This design comes from an exercise in tuning for small area and a short achievable clock period on the open sky130 flow, not from production work.
Only simulation tests tie the RTL to the original design; equivalence was not proved.
Power and IR drop assume default switching activity.

==> flow/design.v (outline; a module is shown in full before it is edited, if it fits) <==
// module fs_lzc: 22 lines
// module fs_fma: 1911 lines
// module fs_cvt: 538 lines
// module fs_misc: 67 lines
// module fs_lzc_cmp: 34 lines
// module ksc_fslot: 189 lines
module ksc_fslot (
    input             clk,
    input             rst,
    input             in_valid,
    input      [4:0]  op,
    input      [31:0] a,
    input      [31:0] b,
    input      [31:0] c,
    output reg        out_valid,
    output reg [31:0] res
);
  // ...
==> flow/run.sh <==
#!/bin/bash
# synth_recipe.tcl (not shown) runs the flow's synth.tcl, then flattens the netlist and writes it again
# the make line also repeats each setting of config.mk as NAME=value (left out here)
make -C /OpenROAD-flow-scripts/flow DESIGN_CONFIG=/design/flow/config.mk WORK_HOME=/design/flow/orfs CLKGATE_MAP_FILE= SYNTH_SCRIPT=/design/flow/synth_recipe.tcl finish
==> flow/config.mk <==
export PLATFORM = sky130hd
export DESIGN_NAME = ksc_fslot
export DESIGN_NICKNAME = ksc_fslot
export VERILOG_FILES = /design/flow/design.v
export SDC_FILE = /design/flow/constraint.sdc
export NUM_CORES = 4
export LEC_CHECK = 0
export CAP_MARGIN = 20
export CORE_MARGIN = 2
export CORE_UTILIZATION = 40
export PLACE_DENSITY = 0.6
export SLEW_MARGIN = 20
==> flow/constraint.sdc <==
create_clock -name core_clock -period 36.0 [get_ports {clk}]
set_input_delay 7.2000 -clock core_clock [delete_from_list [all_inputs] [get_ports {clk}]]
set_output_delay 7.2000 -clock core_clock [all_outputs]
set_load 0.01 [all_outputs]
==> qor.yml, run 1 <==
maxCapViolations: 0
yosys.area.top_type: "fa_1"
hp-class: "reg -> reg"
syn_area_per_cell_um2: 8.55
power_density_nw_per_um2: 65.3
clk_share: 0.0319
hpwl_um: 141000
multiInputGateArea_um2: 34700
synth-compound-area-share: 0.181
wl_per_cell_um: 26.7
root_buffer: "clkbuf_16"
multi_input_gates: 4067
dr.max_layer_used: "met5"
ios: 137
cpMostUsedCell: "fa_1"
slowest_stage: "dfxtp_1"
routed_wl_um: 184000
yosys.area_share.simple: 0.205
final_common_cell: "inv_1"
sequentialPowerShare: 0.214
synth-seq-cells: 391
rsz0062_at_grt: "false"
wl_met3_um: 15100
outcome: "timing/DRC/antenna clean"
clock_path_buffers: 3
grtUsageMet2: 0.506
nFlopsAndLatches: 391
hold_violations: 0
maxPowerGroup: "combinational cells"
cts_sinks: 391
synth-edff-count: 0
whs_endpoint: "slim2[4]"
p_sw_uw: 1730
area_delta_synth_final_pct: 9.72
seq_power_uw: 703
inv_count: 599
grtUsageMet3: 0.0659
min_period_over_period: 0.247
postLayoutCoreUtil: 0.442
==> module ksc_fslot, before the edit <==
module ksc_fslot (
    input             clk,
    input             rst,
    input             in_valid,
    input      [4:0]  op,
    input      [31:0] a,
    input      [31:0] b,
    input      [31:0] c,
    output reg        out_valid,
    output reg [31:0] res
);
    localparam [31:0] ONE  = 32'h3F80_0000;
    localparam [31:0] NEG0 = 32'h8000_0000;
    localparam [31:0] M32  = 32'hCF80_0000;    
    wire i_fma  = ~op[4] & ((op[3:0] <= 4'd2) | (op[3:0] == 4'd9) | (op[3:0] == 4'd10));
    wire i_cvt  = op[4] & op[3];
    wire i_f2i  = i_cvt & (op[2] | op[1]);
    wire i_i2f  = i_cvt & ~op[2] & ~op[1];
    wire i_addb = ~op[4] & ~op[3] & ~op[2] & ~op[1];               
    wire i_mulb = ~op[4] & ((op[3:0] == 4'd2) | (op[3:0] == 4'd9) | (op[3:0] == 4'd10));
    wire i_is1  = i_addb & op[0];
    wire i_is2  = ~op[4] & ~op[3] & ~op[2] & op[1];                
    wire i_selb = ~op[3] & ~i_is2;
    wire i_selc = ~op[4] & op[3];
    wire i_m32  = i_i2f & ~op[0] & a[31];
    wire [31:0] yi = ({32{i_mulb}} & b) | ({32{i_addb}} & ONE);
    wire [31:0] zi = ({32{i_selb}} & {b[31] ^ i_is1, b[30:0]})
                   | ({32{i_selc}} & c)
                   | ({32{i_f2i}}  & a)
                   | ({32{i_m32}}  & M32)
                   | {i_is2, 31'd0};
    reg        v0, fma0, f2i0, i2f0;
    reg [4:0]  op0;
    reg [31:0] x0, y0, z0;
    always @(posedge clk) begin
        if (rst) v0 <= 1'b0;
        else     v0 <= in_valid;
        op0  <= op;
        fma0 <= i_fma;
        f2i0 <= i_f2i;
        i2f0 <= i_i2f;
        x0   <= {a[31] ^ (~op[4] & (op[3:0] == 4'd10)), a[30:0]};
        y0   <= yi;
        z0   <= zi;
    end
    wire [31:0] mres;
    fs_misc u_misc (.op(op0), .a(x0), .b(z0), .r(mres));
    wire [31:0] V = fma0 ? 32'd0 : mres;
    wire        sx = x0[31], sy = y0[31], sz = z0[31];
    wire [7:0]  ex = x0[30:23], ey = y0[30:23], ez = z0[30:23];
    wire x_nan  = (&ex) &  (|x0[22:0]);
    wire y_nan  = (&ey) &  (|y0[22:0]);
    wire z_nan  = (&ez) &  (|z0[22:0]);
    wire x_inf  = (&ex) & ~(|x0[22:0]);
    wire y_inf  = (&ey) & ~(|y0[22:0]);
    wire z_inf  = (&ez) & ~(|z0[22:0]);
    wire x_zero = ~(|x0[30:0]);
    wire y_zero = ~(|y0[30:0]);
    wire z_zero = ~(|z0[30:0]);
    wire [23:0] mx = {|ex, x0[22:0]};
    wire [23:0] my = {|ey, y0[22:0]};
    wire [23:0] mz = {|ez, z0[22:0]};
    wire [7:0]  Ex = {ex[7:1], ex[0] | ~(|ex)};
    wire [7:0]  Ey = {ey[7:1], ey[0] | ~(|ey)};
    wire [7:0]  Ez = {ez[7:1], ez[0] | ~(|ez)};
    wire sp      = fma0 & (sx ^ sy);
    wire p_zero  = x_zero | y_zero;
    wire p_inf   = x_inf | y_inf;
    wire is_nan  = x_nan | y_nan | z_nan | (x_inf & y_zero) | (y_inf & x_zero)
                 | (p_inf & z_inf & (sp != sz));
    wire is_inf  = p_inf | z_inf;
    wire inf_s   = p_inf ? sp : sz;
    wire eff_sub = fma0 ? (sp ^ sz) : (sz & (f2i0 | i2f0));
    wire [47:0] prod;
    fs_fma u_mul (.x(mx), .y(my), .r(prod));
    wire [47:0] P = prod | {16'd0, V};
    wire [9:0]  exy  = fma0 ? ({2'd0, Ex} + {2'd0, Ey}) :
                       (f2i0 | i2f0) ? 10'd300 : 10'd1023;
    wire signed [10:0] shr = $signed({1'b0, exy}) - $signed({3'd0, Ez}) - 11'sd100;
    wire        top  = (fma0 & p_zero) | shr[10];
    wire [9:0]  shc  = top ? 10'd0 : shr[9:0];
    wire [8:0]  slim = shc[8:0] + {1'b0, Ez};           
    wire [6:0]  sh   = shc[6:0] | {7{|shc[9:7]}};       
    wire [76:0] afull = {mz, 53'd0} >> sh;
    wire [23:0] smask = (sh > 7'd52) ? ~(24'hFF_FFFF << (sh - 7'd52)) : 24'd0;
    wire        ast   = |(mz & smask);
    wire [76:0] A     = {afull[76:1], ast};
    wire       f_nan  = z_nan;
    wire       to_sgn = ~op0[2];
    wire       clamp  = f_nan | (to_sgn ? (ez >= 8'd158) : (sz | (ez >= 8'd159)));
    wire [1:0] ckind  = f_nan ? 2'd0 : to_sgn ? (sz ? 2'd2 : 2'd3) : (sz ? 2'd0 : 2'd1);
    reg        v1;
    reg [47:0] P1;
    reg [76:0] A1;
    reg [8:0]  slim1;
    reg        sub1, sp1, nan1, inf1, infs1, bz1, bzs1, raw1, f2i1, trunc1, cl1;
    reg [1:0]  ck1;
    always @(posedge clk) begin
        if (rst) v1 <= 1'b0;
        else     v1 <= v0;
        P1     <= P;
        A1     <= A;
        slim1  <= slim;
        sub1   <= eff_sub;
        sp1    <= sp;
        nan1   <= fma0 & is_nan;
        inf1   <= fma0 & is_inf;
        infs1  <= inf_s;
        bz1    <= fma0 & p_zero & z_zero;
        bzs1   <= sp & sz;
        raw1   <= ~fma0 & ~i2f0;
        f2i1   <= f2i0;
        trunc1 <= op0[0];
        cl1    <= f2i0 & clamp;
        ck1    <= ckind;
    end
    wire        finc = ~trunc1 & A1[2] & (A1[3] | A1[1] | A1[0]);
    wire [78:0] bop  = sub1 ? ~{2'b00, A1} : {2'b00, A1};
    wire [78:0] bopf = f2i1 ? {bop[78:3], 3'b111} : bop;
    wire        co, use1, neg;
    wire [77:0] R;
    fs_cvt u_add (.x({28'd0, P1, 3'd0}), .y(bopf), .u(use1), .v(neg), .r(R), .co(co));
    assign use1 = f2i1 ? (sub1 ^ finc) : (sub1 & co);
    assign neg  = ~f2i1 & sub1 & ~co;
    wire [6:0] lz;
    wire       rz;
    fs_lzc #(.LW(7)) u_lz (.d({R, 50'd0}), .n(lz), .z(rz));
    reg        v2;
    reg [77:0] R2;
    reg [6:0]  lz2;
    reg        rz2;
    reg [8:0]  slim2;
    reg        sb2, nan2, inf2, infs2, bz2, bzs2, raw2, cl2;
    reg [1:0]  ck2;
    always @(posedge clk) begin
        if (rst) v2 <= 1'b0;
        else     v2 <= v1;
        R2    <= R;
        lz2   <= lz;
        rz2   <= rz;
        slim2 <= slim1;
        sb2   <= sp1 ^ neg;
        nan2  <= nan1;
        inf2  <= inf1;
        infs2 <= infs1;
        bz2   <= bz1;
        bzs2  <= bzs1;
        raw2  <= raw1;
        cl2   <= cl1;
        ck2   <= ck1;
    end
    wire        hid  = {2'b00, lz2} <= slim2;            
    wire [6:0]  s    = hid ? lz2 : slim2[6:0];
    wire [77:0] n6   = s[6] ? {R2[13:0], 64'd0} : R2;
    wire [77:0] n5   = s[5] ? {n6[45:0], 32'd0} : n6;
    wire [77:0] n4   = s[4] ? {n5[61:0], 16'd0} : n5;
    wire [77:0] n3   = s[3] ? {n4[69:0],  8'd0} : n4;
    wire [77:0] n2   = s[2] ? {n3[73:0],  4'd0} : n3;
    wire [77:0] n1   = s[1] ? {n2[75:0],  2'd0} : n2;
    wire [77:0] N    = s[0] ? {n1[76:0],  1'd0} : n1;
    wire [52:0] msk  = {53{1'b1}} >> s;
    wire        st   = |(R2[52:0] & msk);
    wire [22:0] man  = N[76:54];
    wire        g    = N[53];
    wire [9:0]  e1   = {1'b0, slim2} + 10'd1 - {3'd0, lz2};    
    wire        ovf  = hid & (e1 >= 10'd255);
    wire        rinc = g & (st | man[0]);
    wire [30:0] pk   = {hid ? e1[7:0] : 8'd0, man} + {30'd0, rinc};
    wire [31:0] fres = nan2 ? 32'h7FC0_0000 :
                       inf2 ? {infs2, 31'h7F80_0000} :
                       rz2  ? {bz2 & bzs2, 31'd0} :
                       ovf  ? {sb2, 31'h7F80_0000} :
                              {sb2, pk};
    reg  [31:0] kval;
    always @* begin
        case (ck2)
            2'd0:    kval = 32'h0000_0000;
            2'd1:    kval = 32'hFFFF_FFFF;
            2'd2:    kval = 32'h8000_0000;
            default: kval = 32'h7FFF_FFFF;
        endcase
    end
    wire [31:0] rres = cl2 ? kval : R2[34:3];
    always @(posedge clk) begin
        if (rst) out_valid <= 1'b0;
        else     out_valid <= v2;
        res <= raw2 ? rres : fres;
    end
endmodule
==> run 2: changes to the inputs <==
--- a/flow/design.v
+++ b/flow/design.v
@@ -18,16 +18,17 @@
             assign z = zh & zl;
             assign n = zh ? {1'b1, nl} : {1'b0, nh};
         end
     endgenerate
 endmodule
 module fs_fma (
     input  [23:0] x,
     input  [23:0] y,
+    input  [31:0] v,
     output [47:0] r
 );
     wire pp1 = ~(x[0] & y[0]);
     wire pp2 = ~(x[0] & y[1]);
     wire pp3 = ~(x[1] & y[0]);
     wire pp4 = ~(x[0] & y[2]);
     wire pp5 = ~(x[1] & y[1]);
     wire pp6 = ~(x[2] & y[0]);
@@ -1749,192 +1750,304 @@
     wire g1722 = gg1670 | (pp1671 & gg1668);
     wire p1723 = pp1671 & pp1669;
     wire g1724 = gg1674 | (pp1675 & gg1672);
     wire p1725 = pp1675 & pp1673;
     wire g1726 = gg1678 | (pp1679 & gg1676);
     wire p1727 = pp1679 & pp1677;
     wire g1728 = 1'b0 | (1'b0 & gg1680);
     wire p1729 = 1'b0 & pp1681;
-    wire g1730 = g1684 | (p1685 & g1682);
-    wire p1731 = p1685 & p1683;
-    wire g1732 = g1688 | (p1689 & g1686);
-    wire p1733 = p1689 & p1687;
-    wire g1734 = g1692 | (p1693 & g1690);
-    wire p1735 = p1693 & p1691;
-    wire g1736 = g1696 | (p1697 & g1694);
-    wire p1737 = p1697 & p1695;
-    wire g1738 = g1700 | (p1701 & g1698);
-    wire p1739 = p1701 & p1699;
-    wire g1740 = g1704 | (p1705 & g1702);
-    wire p1741 = p1705 & p1703;
-    wire g1742 = g1708 | (p1709 & g1706);
-    wire p1743 = p1709 & p1707;
-    wire g1744 = g1712 | (p1713 & g1710);
-    wire p1745 = p1713 & p1711;
-    wire g1746 = g1716 | (p1717 & g1714);
-    wire p1747 = p1717 & p1715;
-    wire g1748 = g1720 | (p1721 & g1718);
-    wire p1749 = p1721 & p1719;
-    wire g1750 = g1724 | (p1725 & g1722);
-    wire p1751 = p1725 & p1723;
-    wire g1752 = g1728 | (p1729 & g1726);
-    wire p1753 = p1729 & p1727;
-    wire g1754 = g1732 | (p1733 & g1730);
-    wire p1755 = p1733 & p1731;
-    wire g1756 = g1736 | (p1737 & g1734);
-    wire p1757 = p1737 & p1735;
-    wire g1758 = g1740 | (p1741 & g1738);
-    wire p1759 = p1741 & p1739;
-    wire g1760 = g1744 | (p1745 & g1742);
-    wire p1761 = p1745 & p1743;
-    wire g1762 = g1748 | (p1749 & g1746);
-    wire p1763 = p1749 & p1747;
-    wire g1764 = g1752 | (p1753 & g1750);
-    wire p1765 = p1753 & p1751;
-    wire g1766 = g1756 | (p1757 & g1754);
-    wire p1767 = p1757 & p1755;
-    wire g1768 = g1760 | (p1761 & g1758);
-    wire p1769 = p1761 & p1759;
-    wire g1770 = g1764 | (p1765 & g1762);
-    wire p1771 = p1765 & p1763;
-    wire g1772 = g1768 | (p1769 & g1766);
-    wire p1773 = p1769 & p1767;
-    wire g1774 = g1770 | (p1771 & g1772);
-    wire p1775 = p1771 & p1773;
-    wire g1776 = g1758 | (p1759 & g1766);
-    wire p1777 = p1759 & p1767;
-    wire g1778 = g1762 | (p1763 & g1772);
-    wire p1779 = p1763 & p1773;
-    wire g1780 = g1734 | (p1735 & g1754);
-    wire p1781 = p1735 & p1755;
-    wire g1782 = g1738 | (p1739 & g1766);
-    wire p1783 = p1739 & p1767;
-    wire g1784 = g1742 | (p1743 & g1776);
-    wire p1785 = p1743 & p1777;
-    wire g1786 = g1746 | (p1747 & g1772);
-    wire p1787 = p1747 & p1773;
-    wire g1788 = g1750 | (p1751 & g1778);
-    wire p1789 = p1751 & p1779;
-    wire g1790 = g1686 | (p1687 & g1730);
-    wire p1791 = p1687 & p1731;
-    wire g1792 = g1690 | (p1691 & g1754);
-    wire p1793 = p1691 & p1755;
-    wire g1794 = g1694 | (p1695 & g1780);
-    wire p1795 = p1695 & p1781;
-    wire g1796 = g1698 | (p1699 & g1766);
-    wire p1797 = p1699 & p1767;
-    wire g1798 = g1702 | (p1703 & g1782);
-    wire p1799 = p1703 & p1783;
-    wire g1800 = g1706 | (p1707 & g1776);
-    wire p1801 = p1707 & p1777;
-    wire g1802 = g1710 | (p1711 & g1784);
-    wire p1803 = p1711 & p1785;
-    wire g1804 = g1714 | (p1715 & g1772);
-    wire p1805 = p1715 & p1773;
-    wire g1806 = g1718 | (p1719 & g1786);
-    wire p1807 = p1719 & p1787;
-    wire g1808 = g1722 | (p1723 & g1778);
-    wire p1809 = p1723 & p1779;
-    wire g1810 = g1726 | (p1727 & g1788);
-    wire p1811 = p1727 & p1789;
-    wire g1812 = gg1592 | (pp1593 & g1682);
-    wire p1813 = pp1593 & p1683;
-    wire g1814 = gg1596 | (pp1597 & g1730);
-    wire p1815 = pp1597 & p1731;
-    wire g1816 = gg1600 | (pp1601 & g1790);
-    wire p1817 = pp1601 & p1791;
-    wire g1818 = gg1604 | (pp1605 & g1754);
-    wire p1819 = pp1605 & p1755;
-    wire g1820 = gg1608 | (pp1609 & g1792);
-    wire p1821 = pp1609 & p1793;
-    wire g1822 = gg1612 | (pp1613 & g1780);
-    wire p1823 = pp1613 & p1781;
-    wire g1824 = gg1616 | (pp1617 & g1794);
-    wire p1825 = pp1617 & p1795;
-    wire g1826 = gg1620 | (pp1621 & g1766);
-    wire p1827 = pp1621 & p1767;
-    wire g1828 = gg1624 | (pp1625 & g1796);
-    wire p1829 = pp1625 & p1797;
-    wire g1830 = gg1628 | (pp1629 & g1782);
-    wire p1831 = pp1629 & p1783;
-    wire g1832 = gg1632 | (pp1633 & g1798);
-    wire p1833 = pp1633 & p1799;
-    wire g1834 = gg1636 | (pp1637 & g1776);
-    wire p1835 = pp1637 & p1777;
-    wire g1836 = gg1640 | (pp1641 & g1800);
-    wire p1837 = pp1641 & p1801;
-    wire g1838 = gg1644 | (pp1645 & g1784);
-    wire p1839 = pp1645 & p1785;
-    wire g1840 = gg1648 | (pp1649 & g1802);
-    wire p1841 = pp1649 & p1803;
-    wire g1842 = gg1652 | (pp1653 & g1772);
-    wire p1843 = pp1653 & p1773;
-    wire g1844 = gg1656 | (pp1657 & g1804);
-    wire p1845 = pp1657 & p1805;
-    wire g1846 = gg1660 | (pp1661 & g1786);
-    wire p1847 = pp1661 & p1787;
-    wire g1848 = gg1664 | (pp1665 & g1806);
-    wire p1849 = pp1665 & p1807;
-    wire g1850 = gg1668 | (pp1669 & g1778);
-    wire p1851 = pp1669 & p1779;
-    wire g1852 = gg1672 | (pp1673 & g1808);
-    wire p1853 = pp1673 & p1809;
-    wire g1854 = gg1676 | (pp1677 & g1788);
-    wire p1855 = pp1677 & p1789;
-    wire g1856 = gg1680 | (pp1681 & g1810);
-    wire p1857 = pp1681 & p1811;
-    assign r[0] = pp1589;
-    assign r[1] = pp1591 ^ 1'b0;
-    assign r[2] = pp1593 ^ g1682;
-    assign r[3] = pp1595 ^ g1812;
-    assign r[4] = pp1597 ^ g1730;
-    assign r[5] = pp1599 ^ g1814;
-    assign r[6] = pp1601 ^ g1790;
-    assign r[7] = pp1603 ^ g1816;
-    assign r[8] = pp1605 ^ g1754;
-    assign r[9] = pp1607 ^ g1818;
-    assign r[10] = pp1609 ^ g1792;
-    assign r[11] = pp1611 ^ g1820;
-    assign r[12] = pp1613 ^ g1780;
-    assign r[13] = pp1615 ^ g1822;
-    assign r[14] = pp1617 ^ g1794;
-    assign r[15] = pp1619 ^ g1824;
-    assign r[16] = pp1621 ^ g1766;
-    assign r[17] = pp1623 ^ g1826;
-    assign r[18] = pp1625 ^ g1796;
-    assign r[19] = pp1627 ^ g1828;
-    assign r[20] = pp1629 ^ g1782;
-    assign r[21] = pp1631 ^ g1830;
-    assign r[22] = pp1633 ^ g1798;
-    assign r[23] = pp1635 ^ g1832;
-    assign r[24] = pp1637 ^ g1776;
-    assign r[25] = pp1639 ^ g1834;
-    assign r[26] = pp1641 ^ g1800;
-    assign r[27] = pp1643 ^ g1836;
-    assign r[28] = pp1645 ^ g1784;
-    assign r[29] = pp1647 ^ g1838;
-    assign r[30] = pp1649 ^ g1802;
-    assign r[31] = pp1651 ^ g1840;
-    assign r[32] = pp1653 ^ g1772;
-    assign r[33] = pp1655 ^ g1842;
-    assign r[34] = pp1657 ^ g1804;
-    assign r[35] = pp1659 ^ g1844;
-    assign r[36] = pp1661 ^ g1786;
-    assign r[37] = pp1663 ^ g1846;
-    assign r[38] = pp1665 ^ g1806;
-    assign r[39] = pp1667 ^ g1848;
-    assign r[40] = pp1669 ^ g1778;
-    assign r[41] = pp1671 ^ g1850;
-    assign r[42] = pp1673 ^ g1808;
-    assign r[43] = pp1675 ^ g1852;
-    assign r[44] = pp1677 ^ g1788;
-    assign r[45] = pp1679 ^ g1854;
-    assign r[46] = pp1681 ^ g1810;
-    assign r[47] = 1'b0 ^ g1856;
+    wire g1730 = gg1592 | (pp1593 & g1682);
+    wire p1731 = pp1593 & p1683;
+    wire g1732 = g1684 | (p1685 & g1682);
+    wire p1733 = p1685 & p1683;
+    wire g1734 = gg1600 | (pp1601 & g1686);
+    wire p1735 = pp1601 & p1687;
+    wire g1736 = g1688 | (p1689 & g1686);
+    wire p1737 = p1689 & p1687;
+    wire g1738 = gg1608 | (pp1609 & g1690);
+    wire p1739 = pp1609 & p1691;
+    wire g1740 = g1692 | (p1693 & g1690);
+    wire p1741 = p1693 & p1691;
+    wire g1742 = gg1616 | (pp1617 & g1694);
+    wire p1743 = pp1617 & p1695;
+    wire g1744 = g1696 | (p1697 & g1694);
+    wire p1745 = p1697 & p1695;
+    wire g1746 = gg1624 | (pp1625 & g1698);
+    wire p1747 = pp1625 & p1699;
+    wire g1748 = g1700 | (p1701 & g1698);
+    wire p1749 = p1701 & p1699;
+    wire g1750 = gg1632 | (pp1633 & g1702);
+    wire p1751 = pp1633 & p1703;
+    wire g1752 = g1704 | (p1705 & g1702);
+    wire p1753 = p1705 & p1703;
+    wire g1754 = gg1640 | (pp1641 & g1706);
+    wire p1755 = pp1641 & p1707;
+    wire g1756 = g1708 | (p1709 & g1706);
+    wire p1757 = p1709 & p1707;
+    wire g1758 = gg1648 | (pp1649 & g1710);
+    wire p1759 = pp1649 & p1711;
+    wire g1760 = g1712 | (p1713 & g1710);
+    wire p1761 = p1713 & p1711;
+    wire g1762 = gg1656 | (pp1657 & g1714);
+    wire p1763 = pp1657 & p1715;
+    wire g1764 = g1716 | (p1717 & g1714);
+    wire p1765 = p1717 & p1715;
+    wire g1766 = gg1664 | (pp1665 & g1718);
+    wire p1767 = pp1665 & p1719;
+    wire g1768 = g1720 | (p1721 & g1718);
+    wire p1769 = p1721 & p1719;
+    wire g1770 = gg1672 | (pp1673 & g1722);
+    wire p1771 = pp1673 & p1723;
+    wire g1772 = g1724 | (p1725 & g1722);
+    wire p1773 = p1725 & p1723;
+    wire g1774 = gg1680 | (pp1681 & g1726);
+    wire p1775 = pp1681 & p1727;
+    wire g1776 = g1728 | (p1729 & g1726);
+    wire p1777 = p1729 & p1727;
+    wire g1778 = gg1596 | (pp1597 & g1732);
+    wire p1779 = pp1597 & p1733;
+    wire g1780 = g1686 | (p1687 & g1732);
+    wire p1781 = p1687 & p1733;
+    wire g1782 = g1734 | (p1735 & g1732);
+    wire p1783 = p1735 & p1733;
+    wire g1784 = g1736 | (p1737 & g1732);
+    wire p1785 = p1737 & p1733;
+    wire g1786 = gg1612 | (pp1613 & g1740);
+    wire p1787 = pp1613 & p1741;
+    wire g1788 = g1694 | (p1695 & g1740);
+    wire p1789 = p1695 & p1741;
+    wire g1790 = g1742 | (p1743 & g1740);
+    wire p1791 = p1743 & p1741;
+    wire g1792 = g1744 | (p1745 & g1740);
+    wire p1793 = p1745 & p1741;
+    wire g1794 = gg1628 | (pp1629 & g1748);
+    wire p1795 = pp1629 & p1749;
+    wire g1796 = g1702 | (p1703 & g1748);
+    wire p1797 = p1703 & p1749;
+    wire g1798 = g1750 | (p1751 & g1748);
+    wire p1799 = p1751 & p1749;
+    wire g1800 = g1752 | (p1753 & g1748);
+    wire p1801 = p1753 & p1749;
+    wire g1802 = gg1644 | (pp1645 & g1756);
+    wire p1803 = pp1645 & p1757;
+    wire g1804 = g1710 | (p1711 & g1756);
+    wire p1805 = p1711 & p1757;
+    wire g1806 = g1758 | (p1759 & g1756);
+    wire p1807 = p1759 & p1757;
+    wire g1808 = g1760 | (p1761 & g1756);
+    wire p1809 = p1761 & p1757;
+    wire g1810 = gg1660 | (pp1661 & g1764);
+    wire p1811 = pp1661 & p1765;
+    wire g1812 = g1718 | (p1719 & g1764);
+    wire p1813 = p1719 & p1765;
+    wire g1814 = g1766 | (p1767 & g1764);
+    wire p1815 = p1767 & p1765;
+    wire g1816 = g1768 | (p1769 & g1764);
+    wire p1817 = p1769 & p1765;
+    wire g1818 = gg1676 | (pp1677 & g1772);
+    wire p1819 = pp1677 & p1773;
+    wire g1820 = g1726 | (p1727 & g1772);
+    wire p1821 = p1727 & p1773;
+    wire g1822 = g1774 | (p1775 & g1772);
+    wire p1823 = p1775 & p1773;
+    wire g1824 = g1776 | (p1777 & g1772);
+    wire p1825 = p1777 & p1773;
+    wire g1826 = gg1604 | (pp1605 & g1784);
+    wire p1827 = pp1605 & p1785;
+    wire g1828 = g1690 | (p1691 & g1784);
+    wire p1829 = p1691 & p1785;
+    wire g1830 = g1738 | (p1739 & g1784);
+    wire p1831 = p1739 & p1785;
+    wire g1832 = g1740 | (p1741 & g1784);
+    wire p1833 = p1741 & p1785;
+    wire g1834 = g1786 | (p1787 & g1784);
+    wire p1835 = p1787 & p1785;
+    wire g1836 = g1788 | (p1789 & g1784);
+    wire p1837 = p1789 & p1785;
+    wire g1838 = g1790 | (p1791 & g1784);
+    wire p1839 = p1791 & p1785;
+    wire g1840 = g1792 | (p1793 & g1784);
+    wire p1841 = p1793 & p1785;
+    wire g1842 = gg1636 | (pp1637 & g1800);
+    wire p1843 = pp1637 & p1801;
+    wire g1844 = g1706 | (p1707 & g1800);
+    wire p1845 = p1707 & p1801;
+    wire g1846 = g1754 | (p1755 & g1800);
+    wire p1847 = p1755 & p1801;
+    wire g1848 = g1756 | (p1757 & g1800);
+    wire p1849 = p1757 & p1801;
+    wire g1850 = g1802 | (p1803 & g1800);
+    wire p1851 = p1803 & p1801;
+    wire g1852 = g1804 | (p1805 & g1800);
+    wire p1853 = p1805 & p1801;
+    wire g1854 = g1806 | (p1807 & g1800);
+    wire p1855 = p1807 & p1801;
+    wire g1856 = g1808 | (p1809 & g1800);
+    wire p1857 = p1809 & p1801;
+    wire g1858 = gg1668 | (pp1669 & g1816);
+    wire p1859 = pp1669 & p1817;
+    wire g1860 = g1722 | (p1723 & g1816);
+    wire p1861 = p1723 & p1817;
+    wire g1862 = g1770 | (p1771 & g1816);
+    wire p1863 = p1771 & p1817;
+    wire g1864 = g1772 | (p1773 & g1816);
+    wire p1865 = p1773 & p1817;
+    wire g1866 = g1818 | (p1819 & g1816);
+    wire p1867 = p1819 & p1817;
+    wire g1868 = g1820 | (p1821 & g1816);
+    wire p1869 = p1821 & p1817;
+    wire g1870 = g1822 | (p1823 & g1816);
+    wire p1871 = p1823 & p1817;
+    wire g1872 = g1824 | (p1825 & g1816);
+    wire p1873 = p1825 & p1817;
+    wire g1874 = gg1620 | (pp1621 & g1840);
+    wire p1875 = pp1621 & p1841;
+    wire g1876 = g1698 | (p1699 & g1840);
+    wire p1877 = p1699 & p1841;
+    wire g1878 = g1746 | (p1747 & g1840);
+    wire p1879 = p1747 & p1841;
+    wire g1880 = g1748 | (p1749 & g1840);
+    wire p1881 = p1749 & p1841;
+    wire g1882 = g1794 | (p1795 & g1840);
+    wire p1883 = p1795 & p1841;
+    wire g1884 = g1796 | (p1797 & g1840);
+    wire p1885 = p1797 & p1841;
+    wire g1886 = g1798 | (p1799 & g1840);
+    wire p1887 = p1799 & p1841;
+    wire g1888 = g1800 | (p1801 & g1840);
+    wire p1889 = p1801 & p1841;
+    wire g1890 = g1842 | (p1843 & g1840);
+    wire p1891 = p1843 & p1841;
+    wire g1892 = g1844 | (p1845 & g1840);
+    wire p1893 = p1845 & p1841;
+    wire g1894 = g1846 | (p1847 & g1840);
+    wire p1895 = p1847 & p1841;
+    wire g1896 = g1848 | (p1849 & g1840);
+    wire p1897 = p1849 & p1841;
+    wire g1898 = g1850 | (p1851 & g1840);
+    wire p1899 = p1851 & p1841;
+    wire g1900 = g1852 | (p1853 & g1840);
+    wire p1901 = p1853 & p1841;
+    wire g1902 = g1854 | (p1855 & g1840);
+    wire p1903 = p1855 & p1841;
+    wire g1904 = g1856 | (p1857 & g1840);
+    wire p1905 = p1857 & p1841;
+    wire g1906 = gg1652 | (pp1653 & g1904);
+    wire p1907 = pp1653 & p1905;
+    wire g1908 = g1714 | (p1715 & g1904);
+    wire p1909 = p1715 & p1905;
+    wire g1910 = g1762 | (p1763 & g1904);
+    wire p1911 = p1763 & p1905;
+    wire g1912 = g1764 | (p1765 & g1904);
+    wire p1913 = p1765 & p1905;
+    wire g1914 = g1810 | (p1811 & g1904);
+    wire p1915 = p1811 & p1905;
+    wire g1916 = g1812 | (p1813 & g1904);
+    wire p1917 = p1813 & p1905;
+    wire g1918 = g1814 | (p1815 & g1904);
+    wire p1919 = p1815 & p1905;
+    wire g1920 = g1816 | (p1817 & g1904);
+    wire p1921 = p1817 & p1905;
+    wire g1922 = g1858 | (p1859 & g1904);
+    wire p1923 = p1859 & p1905;
+    wire g1924 = g1860 | (p1861 & g1904);
+    wire p1925 = p1861 & p1905;
+    wire g1926 = g1862 | (p1863 & g1904);
+    wire p1927 = p1863 & p1905;
+    wire g1928 = g1864 | (p1865 & g1904);
+    wire p1929 = p1865 & p1905;
+    wire g1930 = g1866 | (p1867 & g1904);
+    wire p1931 = p1867 & p1905;
+    wire g1932 = g1868 | (p1869 & g1904);
+    wire p1933 = p1869 & p1905;
+    wire g1934 = g1870 | (p1871 & g1904);
+    wire p1935 = p1871 & p1905;
+    wire g1936 = g1872 | (p1873 & g1904);
+    wire p1937 = p1873 & p1905;
+    wire pv1938 = pp1589 | v[0];
+    wire pv1939 = pp1591 | v[1];
+    wire pv1940 = pp1593 | v[2];
+    wire pv1941 = pp1595 | v[3];
+    wire pv1942 = pp1597 | v[4];
+    wire pv1943 = pp1599 | v[5];
+    wire pv1944 = pp1601 | v[6];
+    wire pv1945 = pp1603 | v[7];
+    wire pv1946 = pp1605 | v[8];
+    wire pv1947 = pp1607 | v[9];
+    wire pv1948 = pp1609 | v[10];
+    wire pv1949 = pp1611 | v[11];
+    wire pv1950 = pp1613 | v[12];
+    wire pv1951 = pp1615 | v[13];
+    wire pv1952 = pp1617 | v[14];
+    wire pv1953 = pp1619 | v[15];
+    wire pv1954 = pp1621 | v[16];
+    wire pv1955 = pp1623 | v[17];
+    wire pv1956 = pp1625 | v[18];
+    wire pv1957 = pp1627 | v[19];
+    wire pv1958 = pp1629 | v[20];
+    wire pv1959 = pp1631 | v[21];
+    wire pv1960 = pp1633 | v[22];
+    wire pv1961 = pp1635 | v[23];
+    wire pv1962 = pp1637 | v[24];
+    wire pv1963 = pp1639 | v[25];
+    wire pv1964 = pp1641 | v[26];
+    wire pv1965 = pp1643 | v[27];
+    wire pv1966 = pp1645 | v[28];
+    wire pv1967 = pp1647 | v[29];
+    wire pv1968 = pp1649 | v[30];
+    wire pv1969 = pp1651 | v[31];
+    assign r[0] = pv1938;
+    assign r[1] = pv1939 ^ 1'b0;
+    assign r[2] = pv1940 ^ g1682;
+    assign r[3] = pv1941 ^ g1730;
+    assign r[4] = pv1942 ^ g1732;
+    assign r[5] = pv1943 ^ g1778;
+    assign r[6] = pv1944 ^ g1780;
+    assign r[7] = pv1945 ^ g1782;
+    assign r[8] = pv1946 ^ g1784;
+    assign r[9] = pv1947 ^ g1826;
+    assign r[10] = pv1948 ^ g1828;
+    assign r[11] = pv1949 ^ g1830;
+    assign r[12] = pv1950 ^ g1832;
+    assign r[13] = pv1951 ^ g1834;
+    assign r[14] = pv1952 ^ g1836;
+    assign r[15] = pv1953 ^ g1838;
+    assign r[16] = pv1954 ^ g1840;
+    assign r[17] = pv1955 ^ g1874;
+    assign r[18] = pv1956 ^ g1876;
+    assign r[19] = pv1957 ^ g1878;
+    assign r[20] = pv1958 ^ g1880;
+    assign r[21] = pv1959 ^ g1882;
+    assign r[22] = pv1960 ^ g1884;
+    assign r[23] = pv1961 ^ g1886;
+    assign r[24] = pv1962 ^ g1888;
+    assign r[25] = pv1963 ^ g1890;
+    assign r[26] = pv1964 ^ g1892;
+    assign r[27] = pv1965 ^ g1894;
+    assign r[28] = pv1966 ^ g1896;
+    assign r[29] = pv1967 ^ g1898;
+    assign r[30] = pv1968 ^ g1900;
+    assign r[31] = pv1969 ^ g1902;
+    assign r[32] = pp1653 ^ g1904;
+    assign r[33] = pp1655 ^ g1906;
+    assign r[34] = pp1657 ^ g1908;
+    assign r[35] = pp1659 ^ g1910;
+    assign r[36] = pp1661 ^ g1912;
+    assign r[37] = pp1663 ^ g1914;
+    assign r[38] = pp1665 ^ g1916;
+    assign r[39] = pp1667 ^ g1918;
+    assign r[40] = pp1669 ^ g1920;
+    assign r[41] = pp1671 ^ g1922;
+    assign r[42] = pp1673 ^ g1924;
+    assign r[43] = pp1675 ^ g1926;
+    assign r[44] = pp1677 ^ g1928;
+    assign r[45] = pp1679 ^ g1930;
+    assign r[46] = pp1681 ^ g1932;
+    assign r[47] = 1'b0 ^ g1934;
 endmodule
 module fs_cvt (
     input  [78:0] x,
     input  [78:0] y,
     input         u,
     input         v,
     output [77:0] r,
     output        co
@@ -2638,30 +2751,43 @@
     wire sp      = fma0 & (sx ^ sy);
     wire p_zero  = x_zero | y_zero;
     wire p_inf   = x_inf | y_inf;
     wire is_nan  = x_nan | y_nan | z_nan | (x_inf & y_zero) | (y_inf & x_zero)
                  | (p_inf & z_inf & (sp != sz));
     wire is_inf  = p_inf | z_inf;
     wire inf_s   = p_inf ? sp : sz;
     wire eff_sub = fma0 ? (sp ^ sz) : (sz & (f2i0 | i2f0));
-    wire [47:0] prod;
-    fs_fma u_mul (.x(mx), .y(my), .r(prod));
-    wire [47:0] P = prod | {16'd0, V};
+    wire [47:0] P;
+    fs_fma u_mul (.x(mx), .y(my), .v(V), .r(P));
     wire [9:0]  exy  = fma0 ? ({2'd0, Ex} + {2'd0, Ey}) :
                        (f2i0 | i2f0) ? 10'd300 : 10'd1023;
     wire signed [10:0] shr = $signed({1'b0, exy}) - $signed({3'd0, Ez}) - 11'sd100;
-    wire        top  = (fma0 & p_zero) | shr[10];
+    wire        top  = (fma0 & p_zero) | shr[10];       
+    wire        far  = |shr[9:7];                       
     wire [9:0]  shc  = top ? 10'd0 : shr[9:0];
     wire [8:0]  slim = shc[8:0] + {1'b0, Ez};           
-    wire [6:0]  sh   = shc[6:0] | {7{|shc[9:7]}};       
-    wire [76:0] afull = {mz, 53'd0} >> sh;
-    wire [23:0] smask = (sh > 7'd52) ? ~(24'hFF_FFFF << (sh - 7'd52)) : 24'd0;
-    wire        ast   = |(mz & smask);
-    wire [76:0] A     = {afull[76:1], ast};
+    wire [6:0]  sh   = shr[6:0];
+    wire [76:0] a0s  = {mz, 53'd0};
+    wire [76:0] a1s  = sh[0] ? {1'd0,  a0s[76:1]}  : a0s;
+    wire [76:0] a2s  = sh[1] ? {2'd0,  a1s[76:2]}  : a1s;
+    wire [76:0] a3s  = sh[2] ? {4'd0,  a2s[76:4]}  : a2s;
+    wire [76:0] a4s  = sh[3] ? {8'd0,  a3s[76:8]}  : a3s;
+    wire [76:0] a5s  = sh[4] ? {16'd0, a4s[76:16]} : a4s;
+    wire [76:0] a6s  = sh[5] ? {32'd0, a5s[76:32]} : a5s;
+    wire [76:0] a7s  = sh[6] ? {64'd0, a6s[76:64]} : a6s;
+    wire [23:0] smask;
+    genvar gj;
+    generate
+        for (gj = 0; gj < 24; gj = gj + 1) begin : gsm
+            assign smask[gj] = sh >= 7'd53 + gj;
+        end
+    endgenerate
+    wire        ast  = top ? 1'b0 : far ? (|mz) : (|(mz & smask));
+    wire [76:0] A    = top ? {mz, 53'd0} : far ? {76'd0, ast} : {a7s[76:1], ast};
     wire       f_nan  = z_nan;
     wire       to_sgn = ~op0[2];
     wire       clamp  = f_nan | (to_sgn ? (ez >= 8'd158) : (sz | (ez >= 8'd159)));
     wire [1:0] ckind  = f_nan ? 2'd0 : to_sgn ? (sz ? 2'd2 : 2'd3) : (sz ? 2'd0 : 2'd1);
     reg        v1;
     reg [47:0] P1;
     reg [76:0] A1;
     reg [8:0]  slim1;
==> flow/flow/run.sh (new file) <==
#!/bin/bash
# The standard layout, with buf_2 cells as the port buffers instead of the
# default delay-cell buffers (faster and smaller); everything else as
# standard.sh does it. make's full output goes to standard.log.
set -euo pipefail
export BUFFER_PORTS_ARGS="-buffer_cell sky130_fd_sc_hd__buf_2"
bash standard.sh > standard.log 2>&1
==> flow/standard.sh (new file) <==
#!/bin/bash
# synth_recipe.tcl (not shown) runs the flow's synth.tcl, then flattens the netlist and writes it again
# the make line also repeats each setting of config.mk as NAME=value (left out here)
make -C /OpenROAD-flow-scripts/flow DESIGN_CONFIG=/design/flow/config.mk WORK_HOME=/design/flow/orfs CLKGATE_MAP_FILE= SYNTH_SCRIPT=/design/flow/synth_recipe.tcl "${@:-finish}"
removed: flow/run.sh
==> run 2 against run 1 <==
  * Still clean
  * Sequential share of layout area grew 0.30 points
  * Register-to-register slack gained 0.58 ns
  * Cell count shrank 0.10%
  * Fmax grew 6.9%
  * Critical endpoint is now P1[45]
  * Largest power group unchanged
  * Highest routed layer unchanged
==> qor.yml, run 2 <==
yosys-top-cells-count: "inv_1 (567), and2_1 (506), fa_1 (489)"
maxCapViolations: 0  # unchanged
power_density_nw_per_um2: 64.4  # -1.4%
worstPathArrival_ns: 8.84
tightest_slew_ns: 1.15
reg2reg_depth: 31
die-area_um2: 117000
synth_top_area_share: 0.214
syn_inst: 5372
finalSetupViolations: 0
antenna_found_initial: 25
r2r-end: "P1[45]"
drive_gt1_frac: 0.0887
ys.flop_type: "dfxtp_1"
drtAntennaViolNets: 0
layout_common_cells: "inv_1 (567), and2_1 (506), fa_1 (489), dfxtp_1 (389), nand2_1 (363)"
hold_violations: 0  # unchanged
gp_congestion: 1.05
vdd.ir_drop.worst_v: 0.0000459
wl_per_cell_um: 25.9  # -3.1%
slowest_stage: "fa_1"
area_delta_synth_final_pct: 8.26
critPathKind: "reg -> reg"
setup_tns_ns: 0
grt_remaining_overflow: 0
clkSlewWorstSetupHoldPaths_ns: 0.06
max_stage_delay_ns: 0.56
crit_path_end_kind: "flop"
crit_start: "y0[24]"
grt_pass1_vias: 40400
via_count: 41400
cts_inserted_buffers: 46
rows: 123
start_util: 0.405
synth.yosys.seq_area_share: 0.171
hp-class: "reg -> reg"
slew_violations: 0
path_max_fanout: 21
yosysMostFrequentCell: "inv_1"
io_buffers: 136
start_kind: "flop"
async_flop_share: 0
ys_warn_count: 2
syn_area_per_cell_um2: 8.50  # -0.61%
drc: 0
fmax_mhz: 120
cts_setup_buffers: 0
clkLatencyLatePin_ns: 0.63
cp.required_ns: 36.54
power_leakage_uw: 0.0223
cts_sinks: 391  # unchanged
routed_wl_um: 178000  # -3.2%
root_buffer: "clkbuf_16"
synthTopCellsByArea: "fa_1 (21%), dfxtp_1 (17%), and2_1 (6.9%)"
reg_top3: "A1 (77), R2 (77), P1 (48)"
viasPerCell: 6.01
endpoint: "P1[45]"
hpwl_um: 135000  # -4.3%
grt_max_degree: 74
grt_pass1_wl_um: 265000
fp.dieW_um: 342
rrSetupSlack_ns: 27.70
cts_hold_buf: 0
outcome: "timing/DRC/antenna clean"
min_period_over_period: 0.231  # -0.0160
synth-edff-count: 0  # unchanged
yosys.area.top_type: "fa_1"
core-area_um2: 113000
grt_usage: 0.301
cts_tree: "done"
post_cts_resized: 0
firstDrtPassIters: 6
timing.hold.ws_ns: 0.324
netlist_area_um2: 45700
clock_path_buffers: 3  # unchanged
reg2reg_from: "y0[24]"
rsz0062_at_grt: "false"
relSlewSlack: 0.226
die_height_um: 342
drt-initial-drc-count: 4777
yosysUniqueCellTypes: 118
final_common_cell: "inv_1"
ios: 137  # unchanged
period_minus_slack_ns: 8.30
finalNetCount: 6147
htreeDepth: 2
synth-seq-cells: 391  # unchanged
syn_nets: 6174
skew_ns: 0.0230
## run 2: report_power, final
group | switching, uW | total [uW] | internal [uW]
Clock | 209 | 487 | 278
Sequential | 159 | 695 | 536
Combinational | 1300 | 2000 | 700
Total | 1670 | 3180 | 1510
## run 2: worst min-delay path by stage
stage | depth (start not counted) | to | startpoint
2_1_floorplan | 0 | bz2 | bz1
3_3_place_gp | 0 | slim2[3] | slim1[3]
3_5_place_dp | 0 | ck2[1] | ck1[1]
4_1_cts | 0 | bzs2 | bzs1
5_1_grt | 0 | slim2[6] | slim1[6]
6_report | 0 | bzs2 | bzs1
## run 2: critical path, delay by kind of cell, from the launching register on
kind                     cells  cell delay, ns
AO/OA/AOI/OAI               13            2.89
XOR/XNOR                     1            0.14
adder cells (fa/ha/maj)      8            3.78
buffers and inverters        8            0.73
flip-flops                   1            0.36
AND/OR/NAND/NOR              1            0.34
## run 2: logic make-up after synthesis
| family | after synthesis | synth area share |
|---|---|---|
| fa+ha+maj | 700 | 0.272 |
| flops | 391 | 0.171 |
| xor+xnor | 295 | 0.0566 |
| mux | 142 | 0.0373 |
| buf+inv | 893 | 0.0769 |
| compound gates | 1209 | 0.183 |
| simple gates | 1742 | 0.202 |
## run 2: layer usage
metal  global-route usage  vias to the layer above  routed length [um]
met3               0.0563                      552               14700
met5                    0                        -                 178
met1                0.389                    20400               71900
li1                     -                    18300                   -
met2                0.473                     2098               79700
met4                0.170                       18               11700
## run 2: through the flow
step           worst slack (ns)  cells  area [um^2]   util  total power (uW)
2_1_floorplan             27.64   5372        45700      -              1990
3_3_place_gp              27.22   6797        47900  0.424              2630
3_5_place_dp              27.15   6797        47900  0.424              2640
4_1_cts                   27.66   6880        49400  0.438              3130
5_1_grt                   27.29   6880        49400  0.438              3350
6_report                  27.70   6894        49400  0.438              3180
## run 2: layout make-up
cell class,instances,area (um^2)
flip-flops and latches,391,7830
clock inverters,23,259
fillers,11200,63400
repair buffers,249,1530
well taps,1500,1880
clock buffers,60,1260
diodes,14,35.0
inverters,569,2140
multi-input cells,4088,34500
==> run 3: changes to the inputs <==
==> flow/flow/run.sh (replaced) <==
#!/bin/bash
# The standard layout with two changes:
#  - buf_2 cells as the port buffers instead of the default delay-cell
#    buffers (faster and smaller);
#  - after the standard synthesis, flow/polarity.py removes inverters next to
#    the full adders (a full adder of complemented inputs gives complemented
#    outputs), then the standard flow goes on from that netlist.
# Each step's full output goes to its own log in this folder.
set -euo pipefail
export BUFFER_PORTS_ARGS="-buffer_cell sky130_fd_sc_hd__buf_2"
R="$PWD/orfs/results/sky130hd/ksc_fslot/base"
bash standard.sh "$R/1_2_yosys.v" > standard_synth.log 2>&1
cp "$R/1_2_yosys.v" "$R/1_2_yosys.standard.v"
python3 flow/polarity.py "$R/1_2_yosys.standard.v" "$R/1_2_yosys.v" > polarity.log 2>&1
bash standard.sh > standard.log 2>&1
==> flow/flow/polarity.py (new file) <==
#!/usr/bin/env python3
"""Inverter clean-up around full adders in a synthesized netlist.

A full adder is self-dual: FA(~a, ~b, ~c) = (~sum, ~cout). Yosys's
extract_fa leaves an inverter next to most fa_1 cells. This pass chooses,
for each fa_1 cell, whether it computes on true or complemented signals
so that fewer inverters are needed, then rebuilds the inv_1 cells: each
signal that some pin needs complemented gets one inverter, or its driver
is swapped for its complemented twin (and2 <-> nand2, ...) when no pin
needs the signal itself. Registers, ports and all other cells are kept.
The logic function is unchanged.

Usage: polarity.py IN.v OUT.v
"""
import re, sys, collections

PFX = 'sky130_fd_sc_hd__'
PAIRS = [('and2_1', 'nand2_1'), ('or2_1', 'nor2_1'), ('and3_1', 'nand3_1'), ('or3_1', 'nor3_1'),
         ('and4_1', 'nand4_1'), ('or4_1', 'nor4_1'), ('xor2_1', 'xnor2_1'),
         ('a21o_1', 'a21oi_1'), ('o21a_1', 'o21ai_1'), ('a22o_1', 'a22oi_1'), ('o22a_1', 'o22ai_1'),
         ('a211o_1', 'a211oi_1'), ('o211a_1', 'o211ai_1'), ('a31o_1', 'a31oi_1'),
         ('o31a_1', 'o31ai_1'), ('mux2_1', 'mux2i_1')]
TWIN = {}
for p, q in PAIRS:
    TWIN[p] = q; TWIN[q] = p
INVERTING = {q for p, q in PAIRS}          # output pin Y; the others use X
AREA = {'inv_1': 3.7536, 'and2_1': 6.256, 'nand2_1': 3.7536, 'or2_1': 6.256, 'nor2_1': 3.7536,
        'and3_1': 6.256, 'nand3_1': 5.0048, 'or3_1': 6.256, 'nor3_1': 5.0048,
        'and4_1': 8.7584, 'nand4_1': 6.256, 'or4_1': 7.5072, 'nor4_1': 6.256,
        'xor2_1': 8.7584, 'xnor2_1': 8.7584, 'a21o_1': 7.5072, 'a21oi_1': 5.0048,
        'o21a_1': 7.5072, 'o21ai_1': 5.0048, 'a22o_1': 8.7584, 'a22oi_1': 7.5072,
        'o22a_1': 8.7584, 'o22ai_1': 6.256, 'a211o_1': 8.7584, 'a211oi_1': 7.5072,
        'o211a_1': 8.7584, 'o211ai_1': 7.5072, 'a31o_1': 8.7584, 'a31oi_1': 6.256,
        'o31a_1': 8.7584, 'o31ai_1': 7.5072, 'mux2_1': 11.2608, 'mux2i_1': 10.0096}
OUTP = {'X', 'Y', 'Q', 'Q_N', 'SUM', 'COUT', 'HI', 'LO'}


def main(src, dst):
    txt = open(src).read()
    cell_re = re.compile(r'^  (' + PFX + r'\w+) (\S+)\s+\((.*?)\n  \);\n', re.S | re.M)
    cells = []
    for m in cell_re.finditer(txt):
        pins = [(p, n.strip()) for p, n in re.findall(r'\.(\w+)\(([^()]*?)\)', m.group(3))]
        cells.append([m.group(1)[len(PFX):], m.group(2), pins, m.start(), m.end()])
    for i in range(len(cells) - 1):
        assert cells[i][4] == cells[i + 1][3], 'cells not contiguous'
    first, last = cells[0][3], cells[-1][4]
    header, trailer = txt[:first], txt[last:]
    outports = set()
    for m in re.finditer(r'^\s*output\s+(\[(\d+):(\d+)\]\s*)?(\S+?)\s*;', header, re.M):
        nm = m.group(4)
        if m.group(1):
            hi, lo = int(m.group(2)), int(m.group(3))
            for i in range(min(hi, lo), max(hi, lo) + 1):
                outports.add(f'{nm}[{i}]')
        else:
            outports.add(nm)

    inv_src = {}                     # inverter output net -> input net
    for c in cells:
        if c[0] == 'inv_1':
            d = dict(c[2])
            inv_src[d['Y']] = d['A']
    def base(n):
        pol = 0
        while n in inv_src and n not in outports:
            n = inv_src[n]; pol ^= 1
        return n, pol

    drivers = {}
    for i, c in enumerate(cells):
        if c[0] == 'inv_1':
            continue
        for p, n in c[2]:
            if p in OUTP:
                drivers[n] = i
    uses = collections.defaultdict(list)   # signal -> [(cell idx or -1 for port, polarity)]
    for i, c in enumerate(cells):
        if c[0] == 'inv_1':
            continue
        for p, n in c[2]:
            if p not in OUTP:
                s, pol = base(n)
                uses[s].append((i, pol))
    kept_inv = []                      # inverters that drive output ports stay as they are
    for c in cells:
        if c[0] == 'inv_1':
            y = dict(c[2])['Y']
            if y in outports:
                s, pol = base(dict(c[2])['A'])
                uses[s].append((-1, pol ^ 1))
                kept_inv.append(c)
    fa = [i for i, c in enumerate(cells) if c[0] == 'fa_1']
    fixed = set()
    for i in fa:
        for p, n in cells[i][2]:
            if p in OUTP and n in outports:
                fixed.add(i)
    flip = [0] * len(cells)

    def wants(s):
        d = drivers.get(s)
        src = flip[d] if d is not None else 0
        return {pol ^ (flip[i] if i >= 0 else 0) ^ src for i, pol in uses[s]}

    def swappable(s):
        d = drivers.get(s)
        return d is not None and cells[d][0] in TWIN and s not in outports

    def cost(s):
        w = wants(s)
        if 1 not in w:
            return 0.0
        if w == {1} and swappable(s):
            t = cells[drivers[s]][0]
            return AREA[TWIN[t]] - AREA[t]
        return AREA['inv_1']

    fa_sigs = {i: {base(n)[0] for p, n in cells[i][2]} for i in fa}
    cur = {s: cost(s) for s in uses}
    for _ in range(30):
        changed = False
        for i in fa:
            if i in fixed:
                continue
            before = sum(cur.get(s, 0.0) for s in fa_sigs[i])
            flip[i] ^= 1
            after = {s: cost(s) for s in fa_sigs[i] if s in uses}
            if sum(after.values()) < before - 1e-9:
                cur.update(after); changed = True
            else:
                flip[i] ^= 1
        if not changed:
            break

    # physical nets
    newnet_id = [0]
    def fresh(tag):
        newnet_id[0] += 1
        return f'_pol{tag}{newnet_id[0]}_'
    swapped = {s for s in uses if wants(s) == {1} and swappable(s)}
    rename = {}                        # signal -> net now carrying ~signal at its driver
    for i in fa:
        if flip[i]:
            for p, n in cells[i][2]:
                if p in OUTP:
                    rename[n] = fresh('n')
    for s in swapped:
        rename[s] = fresh('s')
    inv_of = {}
    extra = []
    def comp(net):
        if net not in inv_of:
            inv_of[net] = fresh('i')
            extra.append(('inv_1', fresh('c'), [('A', net), ('Y', inv_of[net])]))
        return inv_of[net]
    def phys(s, pol):
        if s in rename:                # driver gives ~s on rename[s]
            return rename[s] if pol else comp(rename[s])
        return comp(s) if pol else s

    out = []
    swapped_drv = {drivers[s] for s in swapped}
    for i, c in enumerate(cells):
        typ, name, pins = c[0], c[1], c[2]
        if typ == 'inv_1':
            continue
        f = flip[i]
        newpins = []
        for p, n in pins:
            if p in OUTP:
                newpins.append((p, rename.get(n, n) if (f or i in swapped_drv) else n))
            else:
                s, pol = base(n)
                newpins.append((p, phys(s, pol ^ f)))
        if i in swapped_drv:
            t2 = TWIN[typ]
            op = 'Y' if t2 in INVERTING else 'X'
            newpins = [((op if p in ('X', 'Y') else p), n) for p, n in newpins]
            typ = t2
        out.append((typ, name, newpins))
    for c in kept_inv:
        s, pol = base(dict(c[2])['A'])
        out.append(('inv_1', c[1], [('A', phys(s, pol)), ('Y', dict(c[2])['Y'])]))
    out.extend(extra)
    decl = set()
    for typ, name, pins in out:
        for p, n in pins:
            if n.startswith('_pol'):
                decl.add(n)
    body = ''.join(f'  wire {n};\n' for n in sorted(decl))
    def net(n):
        return n + ' ' if n.startswith('\\') else n
    for typ, name, pins in out:
        body += f'  {PFX}{typ} {name} (\n' + ',\n'.join(f'    .{p}({net(n)})' for p, n in pins) + '\n  );\n'
    open(dst, 'w').write(header + body + trailer)
    n_old = sum(1 for c in cells if c[0] == 'inv_1')
    n_new = sum(1 for o in out if o[0] == 'inv_1')
    print(f'polarity: {len(fa)} fa_1, {sum(flip)} flipped, {len(swapped)} drivers swapped, '
          f'inv_1 {n_old} -> {n_new}')


if __name__ == '__main__':
    main(sys.argv[1], sys.argv[2])
==> run 3 against run 2 <==
  * Still clean
  * Fmax hardly changed
  * Die area decreased by 3.4%
  * Count of clock-buffer cells in the layout is 7 lower
  * Non-clock buffer count grew 7
  * Worst setup slack gained 0.0067 ns
  * Power rose by 0.72%
  * Final area shrank 2.8%
  * Critical endpoint is now res[16]
==> qor.yml, run 3 <==
reg2reg_from: "y0[22]"
via_count: 40000  # -3.3%
drt-initial-drc-count: 3862  # -19%
maxCapViolations: 0  # unchanged
outcome: "timing/DRC/antenna clean"
syn_nets: 5910  # -4.3%
cts_inserted_buffers: 48  # +4.3%
hp-class: "reg -> reg"
htreeDepth: 2  # unchanged
min_period_over_period: 0.230  # about the same
rrSetupSlack_ns: 27.77  # +0.07 ns
grt_pass1_vias: 40300  # -0.46%
final_common_cell: "nand2_1"
syn_area_per_cell_um2: 8.63  # +1.5%
final_area_um2: 48000  # -2.8%
gp_congestion: 1.00  # -4.6%
drc: 0  # unchanged
core-area_um2: 109000  # -3.4%
io_buffers: 136  # unchanged
die_height_um: 336  # -1.7%
crit_start: "res[16]"
postLayoutCoreUtil: 0.441  # +0.00237
post_cts_resized: 0  # unchanged
fp.dieW_um: 336  # -1.7%
dpl_cell_area_um2: 46200  # -3.5%
slowest_stage: "dfxtp_1"
ys_warn_count: 2  # unchanged
grt_remaining_overflow: 0  # unchanged
grt_max_degree: 73  # -1.4%
r2r-end: "P1[45]"
fmax_mhz: 121  # about the same
clkSlewWorstSetupHoldPaths_ns: 0.06  # about the same
start_kind: "flop"
crit_path_end_kind: "output port"
netlist_area_um2: 44100  # -3.5%
area_delta_synth_final_pct: 8.97
antenna_found_initial: 8  # -68%
hold_violations: 0  # unchanged
max_stage_delay_ns: 0.32  # -0.24 ns
grt_usage: 0.296  # -0.00477
syn_inst: 5108  # -4.9%
setup_tns_ns: 0  # unchanged
period_minus_slack_ns: 8.30  # -0.00670 ns
firstDrtPassIters: 8  # +2
whs_endpoint: "cl2"
whs_path_depth: 0  # unchanged
layout_common_cells: "nand2_1 (615), fa_1 (489), dfxtp_1 (390), nor2_1 (319), inv_1 (303)"
die-area_um2: 113000  # -3.4%
routed_wl_um: 168000  # -5.5%
cts_sinks: 391  # unchanged
finalNetCount: 5892  # -4.1%
ios: 137  # unchanged
hpwl_um: 127000  # -6.1%
cp.required_ns: 28.80  # -7.74 ns
cts_hold_buf: 0  # unchanged
critPathKind: "reg -> out"
vdd.ir_drop.worst_v: 0.0000591  # +29%
worstPathArrival_ns: 1.10  # -7.74 ns
crit_chain: "buf_2"
cts_tree: "done"
start_util: 0.404  # -0.000459
timing.hold.ws_ns: 0.325  # +0.00142 ns
power_density_nw_per_um2: 66.7  # +3.7%
tightest_slew_ns: 1.13  # -0.0205 ns
viasPerCell: 6.12  # +1.8%
rsz0062_at_grt: "false"
worstHoldStart: "cl1"
wl_per_cell_um: 25.7  # -0.48%
power_leakage_uw: 0.0198  # -11%
clkLatencyLatePin_ns: 0.68  # +0.05 ns
slew_violations: 0  # unchanged
root_buffer: "clkbuf_16"
grt_pass1_wl_um: 255000  # -4.0%
path_buf_inv: 1  # -7
reg2reg_depth: 24  # -23%
drive_gt1_frac: 0.0965  # +0.00783
reg_top3: "A1 (77), R2 (77), P1 (48)"
finalSetupViolations: 0  # unchanged
skew_ns: 0.0420  # +0.0190 ns
drtAntennaViolNets: 0  # unchanged
rows: 121  # -1.6%
cts_setup_buffers: 0  # unchanged
clock_path_buffers: 3  # unchanged
critPathTopFamily: "flip-flops"
relSlewSlack: 0.247  # +0.0207
path_max_fanout: 1  # -95%
[run 3: layout make-up]
| cell class | count | area, um^2 |
|---|---|---|
| clock inverters | 37 | 519 |
| inverters | 305 | 1140 |
| well taps | 1414 | 1770 |
| flip-flops and latches | 391 | 7830 |
| clock buffers | 53 | 1260 |
| multi-input cells | 4088 | 33900 |
| repair buffers | 256 | 1590 |
| diodes | 2 | 5.00 |
| fillers | 10800 | 61000 |
[run 3: worst max path at each step]
stage / to / slack [ns] / cells after the start
2_1_floorplan: fma0 / 27.64 / 3
3_3_place_gp: z0[19] / 27.16 / 6
3_5_place_dp: z0[10] / 27.12 / 6
4_1_cts: res[16] / 27.66 / 1
5_1_grt: P1[46] / 27.36 / 24
6_report: res[16] / 27.70 / 1
[run 3: power breakdown]
part | internal (uW) | switching (uW) | leakage, uW
combinational | 702 | 1280 | 0.0157
clock | 318 | 227 | 0.000856
sequential | 536 | 144 | 0.00324
[run 3: through the flow]
| step | setup slack [ns] | cells | total power (uW) |
|---|---|---|---|
| after global placement | 27.16 | 6453 | 2610 |
| after detailed placement | 27.12 | 6453 | 2610 |
| after floorplan | 27.64 | 5108 | 1990 |
| final | 27.70 | 6546 | 3200 |
| after CTS | 27.66 | 6543 | 3160 |
| after global routing | 27.36 | 6544 | 3390 |
[run 3: layer usage]
metal  global-route usage  vias up  part of all wire
met5                    0        -           0.00025
met2                0.484     2077              0.46
li1                     -    17800                 -
met3               0.0548      525             0.086
met1                0.370    19600              0.39
met4                0.162        6             0.061
==> run 4: changes to the inputs <==
--- a/flow/config.mk
+++ b/flow/config.mk
@@ -8,5 +8,7 @@
 export CAP_MARGIN = 20
 export CORE_MARGIN = 2
 export CORE_UTILIZATION = 40
+export CTS_CLUSTER_DIAMETER = 150
+export CTS_CLUSTER_SIZE = 20
 export PLACE_DENSITY = 0.6
 export SLEW_MARGIN = 20
==> run 4 against run 3 <==
  * Synthesized cell count unchanged
  * Die area unchanged
  * Largest cell class unchanged
  * Worst hold slack improved by 0.0040 ns
  * Sequential share of layout area up 0.37 points
  * Critical path type unchanged
  * Cell count fell by 0.93%
  * Still clean on timing, DRC and antenna
  * Final area is 2.2% lower
  * Global-route usage fell by 0.49 points
  * Count of clock-buffer cells in the layout fell by 27
  * Worst setup slack worse by 0.012 ns
  * Critical path depth unchanged
  * Critical endpoint is now res[7]
  * Highest routed layer unchanged
==> qor.yml, run 4 <==
outcome: "timing/DRC/antenna clean"
p_sw_uw: 1580  # -4.0%
relSlewSlack: 0.208  # -0.0385
rows: 121  # unchanged
total_power_uw: 2960  # -7.6%
slowest_stage: "dfxtp_1"
ios: 137  # unchanged
area_delta_synth_final_pct: 6.57
hpwl_um: 126000  # -0.52%
min_period_over_period: 0.231  # +0.000342
firstDrtPassIters: 6  # -2
setup_tns_ns: 0  # unchanged
pwr-share-clk: 0.108  # -0.062
cts_tree: "done"
root_buffer: "clkbuf_16"
start_util: 0.404  # unchanged
reg_top3: "A1 (77), R2 (77), P1 (48)"
grt_remaining_overflow: 0  # unchanged
drive_gt1_frac: 0.0853  # -0.0112
die_height_um: 336  # unchanged
drtAntennaViolNets: 0  # unchanged
start_kind: "flop"
swShare: 0.535  # +0.0201
cts_hold_buf: 0  # unchanged
critPathKind: "reg -> out"
viasPerCell: 6.12  # +0.11%
maxCapViolations: 0  # unchanged
sequentialPowerShare: 0.228  # +0.016
tightest_slew_ns: 1.19  # +0.0577 ns
grt_pass1_wl_um: 251000  # -1.6%
hold_violations: 0  # unchanged
routed_wl_um: 167000  # -1.1%
io_buffers: 136  # unchanged
cell_internal_pwr_uw: 1380  # -11%
layout_common_cells: "nand2_1 (615), fa_1 (489), dfxtp_1 (390), nor2_1 (319), inv_1 (303)"
grt_max_degree: 74  # +1.4%
path_buf_inv: 1  # unchanged
cp.required_ns: 28.80  # about the same
clkSlewWorstSetupHoldPaths_ns: 0.08  # +0.02 ns
power_density_nw_per_um2: 63.1  # -5.5%
antenna_found_initial: 5  # -3
clock_path_buffers: 3  # unchanged
finalNetCount: 5864  # -0.48%
grt_usage: 0.292  # -0.00485
syn_inst: 5108  # unchanged
p_comb_frac: 0.665  # +0.047
rsz0062_at_grt: "false"
die-area_um2: 113000  # unchanged
cts_sinks: 391  # unchanged
netlist_area_um2: 44100  # unchanged
crit_chain: "buf_2"
num-fill-cells: 10900  # +1.4%
post_cts_resized: 0  # unchanged
hp-class: "reg -> reg"
cts_setup_buffers: 0  # unchanged
cts_inserted_buffers: 25  # -48%
drc: 0  # unchanged
core-area_um2: 109000  # unchanged
syn_nets: 5910  # unchanged
power_leakage_uw: 0.0193  # -2.6%
fp.dieW_um: 336  # unchanged
via_count: 39700  # -0.82%
use_met1: 0.366  # -0.00465
fin_ws_ns: 27.69  # -0.0123 ns
postLayoutCoreUtil: 0.431  # -0.00971
vdd.ir_drop.worst_v: 0.0000404  # -32%
top_usage_layer: "met2"
finalSetupViolations: 0  # unchanged
worstPathArrival_ns: 1.11  # about the same
grtUsageMet3: 0.0437  # -0.0111
grt_pass1_vias: 39500  # -2.0%
max_stage_delay_ns: 0.31  # about the same
critPathTopFamily: "flip-flops"
fmax_mhz: 120  # -0.15%
slew_violations: 0  # unchanged
clkLatencyLatePin_ns: 0.64  # -0.04 ns
gp_congestion: 1.01  # +0.98%
period_minus_slack_ns: 8.31  # +0.0123 ns
fin_cells: 6485  # -0.93%
path_max_fanout: 1  # unchanged
dp.cells: 6448  # -0.077%
ys_warn_count: 2  # unchanged
crit_path_end_kind: "output port"
htreeDepth: 1  # -1
skew_ns: 0.0377  # -0.00430 ns
syn_area_per_cell_um2: 8.63  # unchanged
grtUsageMet2: 0.479  # -0.00501
final_common_cell: "nand2_1"
wl_per_cell_um: 25.7  # -0.19%
pre_cts_slack_ns: 27.10  # -0.0213 ns
drt-initial-drc-count: 3963  # +2.6%
-- run 4: changes by cell type in the layout (fill, tap and decap cells not counted), moves of 3 or more --
cell	previous run	this run
bufinv_16	8	2
clkinv_2	8	0
clkinv_4	4	0
inv_6	3	0
buf_4	119	114
clkinvlp_4	6	0
inv_8	5	0
clkbuf_16	49	25
-- run 4: layer usage --
metal / routed length, um / part of all wire
met1: 65800 / 0.40
met2: 76800 / 0.46
met3: 12600 / 0.076
met4: 11300 / 0.068
met5: 29 / 0.00017
-- run 4: power groups by stage --
stage          Clock, uW  Combinational [uW]  Sequential [uW]
2_1_floorplan          0                1380              602
3_3_place_gp           0                1920              681
3_5_place_dp           0                1920              680
4_1_cts              326                1930              670
5_1_grt              339                2120              679
6_report             319                1970              675
-- run 4: worst paths after layout --
check,startpoint,endpoint,slack (ns),cells after the start
min,nan1,nan2,0.33,0
max,res[7],res[7],27.69,1
max reg2reg,y0[21],P1[45],27.70,26
min reg2reg,nan1,nan2,0.33,0
-- run 4: stage by stage --
step,hold slack [ns],instance area (um^2)
floorplan,0.310,44100
global route,0.338,47000
global placement,0.313,46200
finish,0.329,47000
detailed placement,0.312,46200
CTS,0.332,46900
-- run 4: final cells by class --
type	count	area, um^2	area share
Sequential cell	391	7830	0.167
Clock inverter	6	129	0.00274
Clock buffer	26	629	0.0134
Tap cell	1414	1770	0.0377
Multi-Input combinational cell	4088	33900	0.722
Antenna cell	4	10.0	0.000213
Inverter	305	1140	0.0244
Timing Repair Buffer	251	1560	0.0331
-- run 4: worst register-to-register path: cells and delay by family, from the launching register on --
| kind | cells | cell delay, ns |
|---|---|---|
| fa+ha+maj | 8 | 3.80 |
| compound gates | 13 | 2.83 |
| flops | 1 | 1.12 |
| simple gates | 1 | 0.20 |
| buf+inv | 3 | 0.15 |
| xor+xnor | 1 | 0.13 |

==> what the ideal ports hide <==
The results above use ideal ports. As a check the final layouts listed here were re-extracted and re-timed, cells and wires unchanged.
Step 1: set_driving_cell puts a clkbuf_16 on clk and a buf_2 on each other input, an assumption about the parent block.
Step 2 times the ports against the registers' clock, not the clock port: input delays grow and output delays shrink by t, the midpoint of the rising clock arrivals with the driver on.
Three values: ideal, step 1, step 2; two values: the first two.
run	shift t [ns]	setup slack, ns	hold slack, ns	worst setup path at the end	worst slew at a driven data input, ns
run 1	0.675	27.119 / 27.119 / 26.644	0.323 / 0.323 / 0.323	input to register	0.18
run 2	0.686	27.696 / 27.648 / 26.988	0.324 / 0.324 / 0.324	input to register	0.20
run 3	0.738	27.703 / 27.626 / 27.153	0.325 / 0.325 / 0.325	input to register	0.05
run 4	0.702	27.691 / 27.614 / 27.087	0.329 / 0.329 / 0.329	input to register	0.04
After both steps setup and hold are still met in every run listed. For run 2, which loses most, drivers alone change the setup slack by -0.048 ns; drivers and shift together by -0.708 ns.
